Background: an optimization exercise with open tools, aiming at small area. Do not read the settings as production practice.
Only simulation tests tie the RTL to the original design; equivalence was not proved.

// loop_engine
module loop_engine (
    input  wire         clk,
    input  wire         rst,             
    input  wire         start,           
    input  wire         init,            
    output wire         ready,
    output reg          done,
    input  wire         dact,            
    input  wire         d_on_pv,         
    input  wire [1:0]   nreg,            
    input  wire [1:0]   sch_src,         
    input  wire         pv_scaled,       
    input  wire [31:0]  pv_ofs,
    input  wire [15:0]  pv_scl,
    input  wire [4:0]   pv_sh,
    input  wire [1:0]   mode,            
    input  wire [1:0]   fault_act,       
    input  wire [15:0]  hold_max,
    input  wire [15:0]  man_out,
    input  wire [15:0]  out_hi,
    input  wire [15:0]  out_lo,
    input  wire [15:0]  fallback,
    input  wire [15:0]  bias,
    input  wire [15:0]  hyst,
    input  wire [15:0]  kf,
    input  wire [63:0]  re_kp,
    input  wire [15:0]  re_kp_sh,
    input  wire [63:0]  re_ki,
    input  wire [15:0]  re_ki_sh,
    input  wire [63:0]  re_kd,
    input  wire [15:0]  re_kd_sh,
    input  wire [63:0]  re_kff,
    input  wire [15:0]  re_kff_sh,
    input  wire [63:0]  re_bound,        
    input  wire [31:0]  pv_raw,
    input  wire [1:0]   pv_q,            
    input  wire [15:0]  sp_in,
    input  wire         sp_valid,
    input  wire [15:0]  ff_in,
    input  wire         ff_valid,
    input  wire [15:0]  trk_in,
    input  wire         trk_valid,
    input  wire [15:0]  sch_in,
    input  wire         sch_valid,
    input  wire [15:0]  out_ref_in,      
    output reg  [39:0]  i_acc,
    output reg  [15:0]  out,
    output reg  [15:0]  pv_last,
    output reg  [15:0]  x_prev,
    output reg  [15:0]  df,
    output reg  [15:0]  sp_eff,
    output reg  [15:0]  ff_last,
    output reg  [1:0]   region,
    output reg          sat_hi,
    output reg          sat_lo,
    output reg          in_fault,
    output reg  [1:0]   q_last,
    output reg          auto_st,
    output reg  [15:0]  bad,
    output reg          executed,        
    output reg          ev_fault,        
    output reg          ev_forced_man,   
    output reg          ev_region,       
    output reg          ev_sat           
);
==> flow/config.mk <==
export PLATFORM = sky130hd
export DESIGN_NAME = loop_engine
export DESIGN_NICKNAME = loop_engine
export VERILOG_FILES = /design/flow/design.v
export SDC_FILE = /design/flow/constraint.sdc
export NUM_CORES = 4
export LEC_CHECK = 0
export ABC_AREA = 1
export CAP_MARGIN = 20
export CORE_MARGIN = 2
export CORE_UTILIZATION = 45
export PLACE_DENSITY = 0.65
export SLEW_MARGIN = 20
==> flow/constraint.sdc <==
create_clock -name core_clock -period 180.0 [get_ports {clk}]
set_input_delay 36.0000 -clock core_clock [delete_from_list [all_inputs] [get_ports {clk}]]
set_output_delay 36.0000 -clock core_clock [all_outputs]
set_load 0.01 [all_outputs]
standard.sh (not shown) runs the stock make flow with config.mk's settings and CLKGATE_MAP_FILE= SYNTH_SCRIPT=/design/flow/synth_recipe.tcl, a recipe that flattens the netlist after the stock synthesis.
==> flow/flow/run.sh <==
#!/bin/bash
# Standard layout, with the port buffers made from the smallest buffer cell.
export BUFFER_PORTS_ARGS="-buffer_cell sky130_fd_sc_hd__buf_1"
bash standard.sh > standard.log 2>&1
==> next run, changes <==
==> flow/run.sh (new file) <==
#!/bin/bash
# synth_recipe.tcl (not shown) runs the flow's synth.tcl, then flattens the netlist and writes it again
# the make line also repeats each setting of config.mk as NAME=value (left out here)
make -C /OpenROAD-flow-scripts/flow DESIGN_CONFIG=/design/flow/config.mk WORK_HOME=/design/flow/orfs CLKGATE_MAP_FILE= SYNTH_SCRIPT=/design/flow/synth_recipe.tcl finish
removed: flow/flow/run.sh
removed: flow/standard.sh
Result: Fmax shrinks slightly. Global-route usage drops by 0.47 points. Cell count barely changes.

========
Another version of the RTL of loop_engine (not shown whole).
Size in the first run: about 5,000 cells after synthesis, roughly 290 flip-flops, about 870 I/O pins, ~39,000 µm² of cells after synthesis.
// loop_engine
module loop_engine (
    input  wire         clk,
    input  wire         rst,             
    input  wire         start,           
    input  wire         init,            
    output wire         ready,
    output reg          done,
    input  wire         dact,            
    input  wire         d_on_pv,         
    input  wire [1:0]   nreg,            
    input  wire [1:0]   sch_src,         
    input  wire         pv_scaled,       
    input  wire [31:0]  pv_ofs,
    input  wire [15:0]  pv_scl,
    input  wire [4:0]   pv_sh,
    input  wire [1:0]   mode,            
    input  wire [1:0]   fault_act,       
    input  wire [15:0]  hold_max,
    input  wire [15:0]  man_out,
    input  wire [15:0]  out_hi,
    input  wire [15:0]  out_lo,
    input  wire [15:0]  fallback,
    input  wire [15:0]  bias,
    input  wire [15:0]  hyst,
    input  wire [15:0]  kf,
    input  wire [63:0]  re_kp,
    input  wire [15:0]  re_kp_sh,
    input  wire [63:0]  re_ki,
    input  wire [15:0]  re_ki_sh,
    input  wire [63:0]  re_kd,
    input  wire [15:0]  re_kd_sh,
    input  wire [63:0]  re_kff,
    input  wire [15:0]  re_kff_sh,
    input  wire [63:0]  re_bound,        
    input  wire [31:0]  pv_raw,
    input  wire [1:0]   pv_q,            
    input  wire [15:0]  sp_in,
    input  wire         sp_valid,
    input  wire [15:0]  ff_in,
    input  wire         ff_valid,
    input  wire [15:0]  trk_in,
    input  wire         trk_valid,
    input  wire [15:0]  sch_in,
    input  wire         sch_valid,
    input  wire [15:0]  out_ref_in,      
    output reg  [39:0]  i_acc,
    output reg  [15:0]  out,
    output reg  [15:0]  pv_last,
    output reg  [15:0]  x_prev,
    output reg  [15:0]  df,
    output reg  [15:0]  sp_eff,
    output reg  [15:0]  ff_last,
    output reg  [1:0]   region,
    output reg          sat_hi,
    output reg          sat_lo,
    output reg          in_fault,
    output reg  [1:0]   q_last,
    output reg          auto_st,
    output reg  [15:0]  bad,
    output reg          executed,        
    output reg          ev_fault,        
    output reg          ev_forced_man,   
    output reg          ev_region,       
    output reg          ev_sat           
);
Settings: LEC_CHECK=0, ABC_AREA=0, CAP_MARGIN=20, CORE_MARGIN=2, CORE_UTILIZATION=40, PLACE_DENSITY=0.55, SLEW_MARGIN=20; clock period 180.0 ns.
==> flow/flow/run.sh <==
#!/bin/bash
# Standard layout, with the port buffers made from the smallest buffer
# cell, the fanout buffers that ABC adds in synthesis removed at floorplan
# (timing has a wide margin), and no dummy loads added to the clock tree.
export BUFFER_PORTS_ARGS="-buffer_cell sky130_fd_sc_hd__buf_1"
export REMOVE_ABC_BUFFERS=1
export CTS_ARGS="-sink_clustering_enable -repair_clock_nets -dont_use_dummy_load -buf_list {sky130_fd_sc_hd__clkbuf_4 sky130_fd_sc_hd__clkbuf_8}"
bash standard.sh > standard.log 2>&1
The baseline finished with timing, DRC and antenna clean.
Rerun with:
Settings changed: CAP_MARGIN 20 to 10, SLEW_MARGIN 20 to 10.
The new run passed the timing, DRC and antenna checks.
Worst setup slack gets worse by 0.062 ns.
Synthesized cell count stays the same.
Design area stays flat.
Non-clock buffer count decreases by 3.
Utilization hardly moves.
Via count stays flat.
Clock-buffer cell count decreases by 1.
Rerun with:
--- a/flow/flow/run.sh
+++ b/flow/flow/run.sh
@@ -6,3 +6,3 @@
 export REMOVE_ABC_BUFFERS=1
-export CTS_ARGS="-sink_clustering_enable -repair_clock_nets -dont_use_dummy_load -buf_list {sky130_fd_sc_hd__clkbuf_4 sky130_fd_sc_hd__clkbuf_8}"
+export CTS_ARGS="-sink_clustering_enable -repair_clock_nets -dont_use_dummy_load -buf_list {sky130_fd_sc_hd__clkbuf_2 sky130_fd_sc_hd__clkbuf_4 sky130_fd_sc_hd__clkbuf_8}"
 bash standard.sh > standard.log 2>&1
Settings changed: CAP_MARGIN 10 to 0, CORE_UTILIZATION 40 to 50, PLACE_DENSITY 0.55 to 0.65, SLEW_MARGIN 10 to 0.
Effect:
- The new run passed the timing, DRC and antenna checks
- fmax drops by 1.2%
- critical path depth fell by 3
- via count stays flat
Rerun with:
Settings changed: CAP_MARGIN 0 to 10, SLEW_MARGIN 0 to 10.
Effect: The new run finished clean. Clock skew is unchanged. First-iteration DRC count stays the same. Maximum frequency is unchanged. Wire length stays the same. Critical path depth does not change.

static timing again, ports no longer ideal:
No port has a modelled driver above. Below, the same layouts with a new extraction and two added sets of constraints. Step 1: set_driving_cell puts a clkbuf_16 on clk and a buf_2 on each other input, an assumption about the parent block. Step 2 adds t to the input delays and takes it off the output delays; t is the mean of the earliest and latest rising clock arrival at the registers after step 1. Input paths then give back, and output paths get back, about the clock's delay inside the block. Slacks: ideal / step 1 / step 2; pairs: ideal / step 1.
| run | shift t [ns] | setup slack, ns | pins driven straight from the clock port |
|---|---|---|---|
| the first run of note 1 | 0.736 | 119.291 / 119.334 / 118.598 | 1 |
| the second run of note 1 | 0.728 | 119.036 / 119.081 / 118.352 | 1 |
| the first run of note 2 | 0.817 | 120.114 / 120.014 / 119.197 | 1 |
| the second run of note 2 | 0.815 | 120.052 / 119.959 / 119.144 | 1 |
| the third run of note 2 | 0.766 | 119.300 / 119.347 / 118.581 | 1 |
| the fourth run of note 2 | 0.766 | 119.300 / 119.347 / 118.581 | 1 |
After both steps every run listed still meets setup and hold. For the first run of note 2, which loses most, drivers alone change the setup slack by -0.100 ns; drivers and shift together by -0.917 ns.
